Background: an optimization exercise with open tools, aiming at small area, a short achievable clock period and few clock cycles per item. Do not read the settings as production practice. The RTL was checked by simulation tests, not by an equivalence proof against the original design.

==> flow/design.v (outline; a module is shown in full before it is edited, if it fits) <==
// module ink_src_conv: 26 lines
// module ink_lzc: 36 lines
// module ink_mul: 853 lines
// module booth_row: 11 lines
// module ink_mul_round: 37 lines
// module ink_add_round: 90 lines
// module ink_out_round: 23 lines
// module ink_lane: 127 lines
module ink_lane (
    input  wire        clk,
    input  wire        rst,           
    input  wire        in_valid,
    output wire        in_ready,
    input  wire [31:0] in_src,
    input  wire        in_sfmt,       
    input  wire [31:0] in_gain,       
    input  wire        in_off,        
    input  wire        in_poison,
    input  wire        in_last,       
    output reg         out_valid,
    output reg  [31:0] out_data,
    output reg         out_poison,
    output reg         out_sat,
    output reg         out_nonfinite
);
  // ...
==> flow/run.sh <==
#!/bin/bash
# synth_recipe.tcl (not shown) runs the flow's synth.tcl, then flattens the netlist and writes it again
# the make line also repeats each setting of config.mk as NAME=value (left out here)
make -C /OpenROAD-flow-scripts/flow DESIGN_CONFIG=/design/flow/config.mk WORK_HOME=/design/flow/orfs CLKGATE_MAP_FILE= SYNTH_SCRIPT=/design/flow/synth_recipe.tcl finish
==> flow/config.mk <==
export PLATFORM = sky130hd
export DESIGN_NAME = ink_lane
export DESIGN_NICKNAME = ink_lane
export VERILOG_FILES = /design/flow/design.v
export SDC_FILE = /design/flow/constraint.sdc
export NUM_CORES = 4
export LEC_CHECK = 0
export ABC_AREA = 1
export CAP_MARGIN = 20
export CORE_MARGIN = 2
export CORE_UTILIZATION = 40
export SLEW_MARGIN = 20
==> flow/constraint.sdc <==
create_clock -name core_clock -period 50.0 [get_ports {clk}]
set_input_delay 10.0000 -clock core_clock [delete_from_list [all_inputs] [get_ports {clk}]]
set_output_delay 10.0000 -clock core_clock [all_outputs]
set_load 0.01 [all_outputs]
==> metrics.cfg, run 1 <==
[sta]
worstMarginPinSlew_ns=1.26
period_needed_ns=15.95
hold_violations=0

[cells_and_area]
largest_reg_flops=43
syn_to_final_growth_pct=7.89
inv_count=1074
top_regs=p1 x43, af x40, pf2 x40
antenna_cells=1
final_cell_count_no_fill=8496
nonClkBufAreaFrac_pct=3.65
multi_input_cells=5336

[clock_tree]
cts_max_level=2
cts_root_buf=clkbuf_16
cts.sinks=277
cts.path.max_buffers=3

[critical_path]
endpoint_kind=register
crit_buf_inv=11
r2r_start=ae[0]

[detailed_routing]
routed_via_density=5.82
vias=49500

[logic_synthesis]
avgSynthCellArea_um2=6.69
ys_ff_latch=277
yosysMostFrequentCell=nand2_1
synth_compound_area_share_pct=18.0

[run_status]
status=finished clean

[place]
placed_area_um2=49400
placed_cells=8423

[die]
io_pins=108

[grt]
grt_max_degree=93

Testbench counts, summed over its fixed seeds: cycles 64,048, items 64,000.
==> run 2: changes to the inputs <==
==> flow/flow/run.sh (new file) <==
#!/bin/bash
set -euo pipefail
bash standard.sh SETUP_SLACK_MARGIN=38.8 finish > standard_flow.log 2>&1
==> flow/standard.sh (new file) <==
#!/bin/bash
# synth_recipe.tcl (not shown) runs the flow's synth.tcl, then flattens the netlist and writes it again
# the make line also repeats each setting of config.mk as NAME=value (left out here)
make -C /OpenROAD-flow-scripts/flow DESIGN_CONFIG=/design/flow/config.mk WORK_HOME=/design/flow/orfs CLKGATE_MAP_FILE= SYNTH_SCRIPT=/design/flow/synth_recipe.tcl "${@:-finish}"
removed: flow/run.sh
==> metrics.cfg, run 2 <==
[cells_and_area]
fin_nets=7819
largest_register=p1
drive_gt1_share_pct=11.9
syn_to_final_growth_pct=16.5
top_regs=p1 x43, af x40, pf2 x40
final_core_util_pct=47.1
mostFrequentLayoutCells=nand2_1 (1,331), inv_1 (1,004), xor2_1 (529)
largest_reg_flops=43  ; unchanged
final_common_cell=nand2_1

[critical_path]
endpoint=out_data[13]
r2r_start=af[20]
rr_endpoint=af[11]
crit_arrival_ns=1.19
critPathKind=reg2out
critical_path_depth=1
crit_fanout=1
crit_buf_inv=1  ; -10
reg2reg_slack_ns=38.93
cp_slowest_cell=dfxtp_2
crit_path_start_kind=register
max_stage_delay_ns=0.36
cp.required_ns=40.00
startpoint=out_data[13]
endpoint_kind=output pin
crit_family=flip-flops
ff2ff_path_depth=73
critical_path.cell_chain=clkdlybuf4s15_2

[grt]
grt_pass1_vias=48300
antenna_found_initial=6
grt_usage_pct=34.0
grt_pass1_wl_um=309000
grt_overflow=0
grt_max_degree=73  ; -22%

[clock_tree]
cts_tree=yes
cts_root_buf=clkbuf_16
clk_pin_slew_ns=0.06
cts.sinks=277  ; unchanged
hold_buffers=0
clock_latency_ns=0.62
cts.path.max_buffers=3  ; unchanged
cts_max_level=2  ; unchanged
cts_buffers=39

[sta]
fmax_mhz=89.4
rsz0062_at_grt=yes
worstMarginPinSlew_ns=1.29  ; +0.0361 ns
setup_violations=0
hold_violations=0  ; unchanged
fin_crit_sh_pct=22.4
drv_slew=0
slew-limit-headroom_pct=13.2
clock_skew_ns=0.0664
fin_setup_tns_ns=0
worst_slack_ns=38.81
period_needed_ns=11.19  ; -4.76 ns

[logic_synthesis]
yosysMostFrequentCell=nand2_1
ys_ff_latch=277  ; unchanged
yosys.area.top_type_share_pct=14.2
synth.cell_area_um2=47100
yosys.area.top_type=fa_1
synth_edf_count=53
async_flop_share_pct=0
syn-num-nets=7707
ys_seq_area_share_pct=12.9
yosys_warnings=6
ys_top_cells_by_count=nand2_1 (1,367), inv_1 (1,024), xor2_1 (537)
synth_top_flop_cell=dfxtp_1
synth_cells=7043
yosysUniqueCellTypes=77
avgSynthCellArea_um2=6.69  ; unchanged
synth_area_leaders=fa_1 (14%), nand2_1 (11%), xor2_1 (10%)

[detailed_routing]
drt_iter0_drc=5996
wirelength_um=214000
firstDrtPassIters=8
ant_nets=0
vias=51200  ; +3.6%
drc_errors=0
routed_via_density=5.88  ; +1.0%
post_drt_wl_per_cell_um=24.6

[die]
die_y_um=347
coreArea_um2=117000
die_w_um=347
die_area_um2=121000
fp-row-count=125
io_pins=108  ; unchanged
initial_utilization_pct=40.4

[min_path]
worstHoldPathCells=0
holdCritPathClass=reg2reg

[run]
cap_violations=0

[place]
gp_congestion=1.06
place_ws_ns=34.30
port_buffers=106
dp_hpwl_um=160000

[run_status]
status=finished clean

[run 2: cell count changes in the layout (fill, tap and decap cells not counted), sizes merged, moves of 2 or more]
cell	before	now
o21ai	534	536
diode	1	3
clkinvlp	2	11
clkdlybuf4s50	106	70
clkdlybuf4s15	0	17
inv	1072	1066
clkbuf	49	57
nand2	1386	1393
dlygate4sd2	0	13
bufbuf	0	8
buf	106	298
[run 2: cells by family after synthesis]
kind of cell / Yosys count / synth area share [%]
xor gates and xnor gates: 600 / 11.3
other: 1 / 0.00796
and+or+nand+nor: 2662 / 24.3
buffers and inverters: 1430 / 11.9
DFF: 277 / 12.9
adders and majority gates: 593 / 21.1
AOI/OAI and AO/OA: 1452 / 18.0
muxes: 28 / 0.598
[run 2: area by class of cell]
cell class,count,area [µm²]
diodes,3,7.51
clock buffers,49,1130
clock inverters,23,263
fillers,11900,61600
inverters,1074,4120
multi-input cells,5347,37300
flip-flops and latches,277,6100
well taps,1524,1910
repair buffers,414,4060
repair inverters,2,15.0
[run 2: worst min-delay path by stage]
| stage | start | to |
|---|---|---|
| finish | last1 | last2 |
| CTS | last0 | last1 |
| global placement | last1 | last2 |
| detailed placement | last0 | last1 |
| floorplan | last0 | last1 |
| global route | last1 | last2 |
[run 2: routing by layer]
| layer | up-vias | part of all wire, % | global-route usage [%] |
|---|---|---|---|
| li1 | 23400 | - | - |
| met1 | 24100 | 38 | 40.6 |
| met2 | 2892 | 45 | 55.2 |
| met3 | 799 | 9.3 | 6.82 |
| met4 | 4 | 8.3 | 22.6 |
| met5 | - | 0.0089 | 0 |
[run 2: per-stage QoR]
stage | area (µm²) | instances | hold slack (ns)
6_report | 54900 | 8713 | 0.324
3_5_place_dp | 49400 | 8423 | 0.312
5_1_grt | 54900 | 8710 | 0.334
2_1_floorplan | 47100 | 7043 | 0.310
4_1_cts | 52700 | 8590 | 0.324
3_3_place_gp | 49400 | 8423 | 0.312
[run 2: timing repair]
action / CTS / global route
cloned: 20 / 11
setup buffers: 75 / 109
resized for setup: 289 / 317
endpoints found under the setup margin: 110 / 70
pin swaps: 34 / 99

-- afterwards: timing with drivers on the ports --
No port has a modelled driver above. Below, the same layouts with a new extraction and two added sets of constraints. Step 1 (the two cells are an assumption about what drives the block):
set clk [get_ports {clk}]
set_driving_cell -lib_cell sky130_fd_sc_hd__clkbuf_16 $clk
set_driving_cell -lib_cell sky130_fd_sc_hd__buf_2 [delete_from_list [all_inputs] $clk]
Step 2, shift: input delay + t, output delay - t, t = (earliest + latest rising clock arrival at the registers) / 2. This alone moves slack from input paths to output paths. Slacks: ideal ports / drivers / drivers and shift; pairs: ideal ports / drivers.
run | shift t [ns] | setup WS [ns] | worst hold slack (ns) | latest minus earliest clock arrival (ns) | worst register clock-pin slew, ns
run 1 | 0.660 | 34.051 / 34.051 / 34.051 | 0.324 / 0.324 / 0.324 | 0.065 / 0.066 | 0.07 / 0.07
run 2 | 0.659 | 38.814 / 38.740 / 38.930 | 0.324 / 0.324 / 0.324 | 0.067 / 0.066 | 0.07 / 0.07
After both steps every run listed still meets setup and hold.
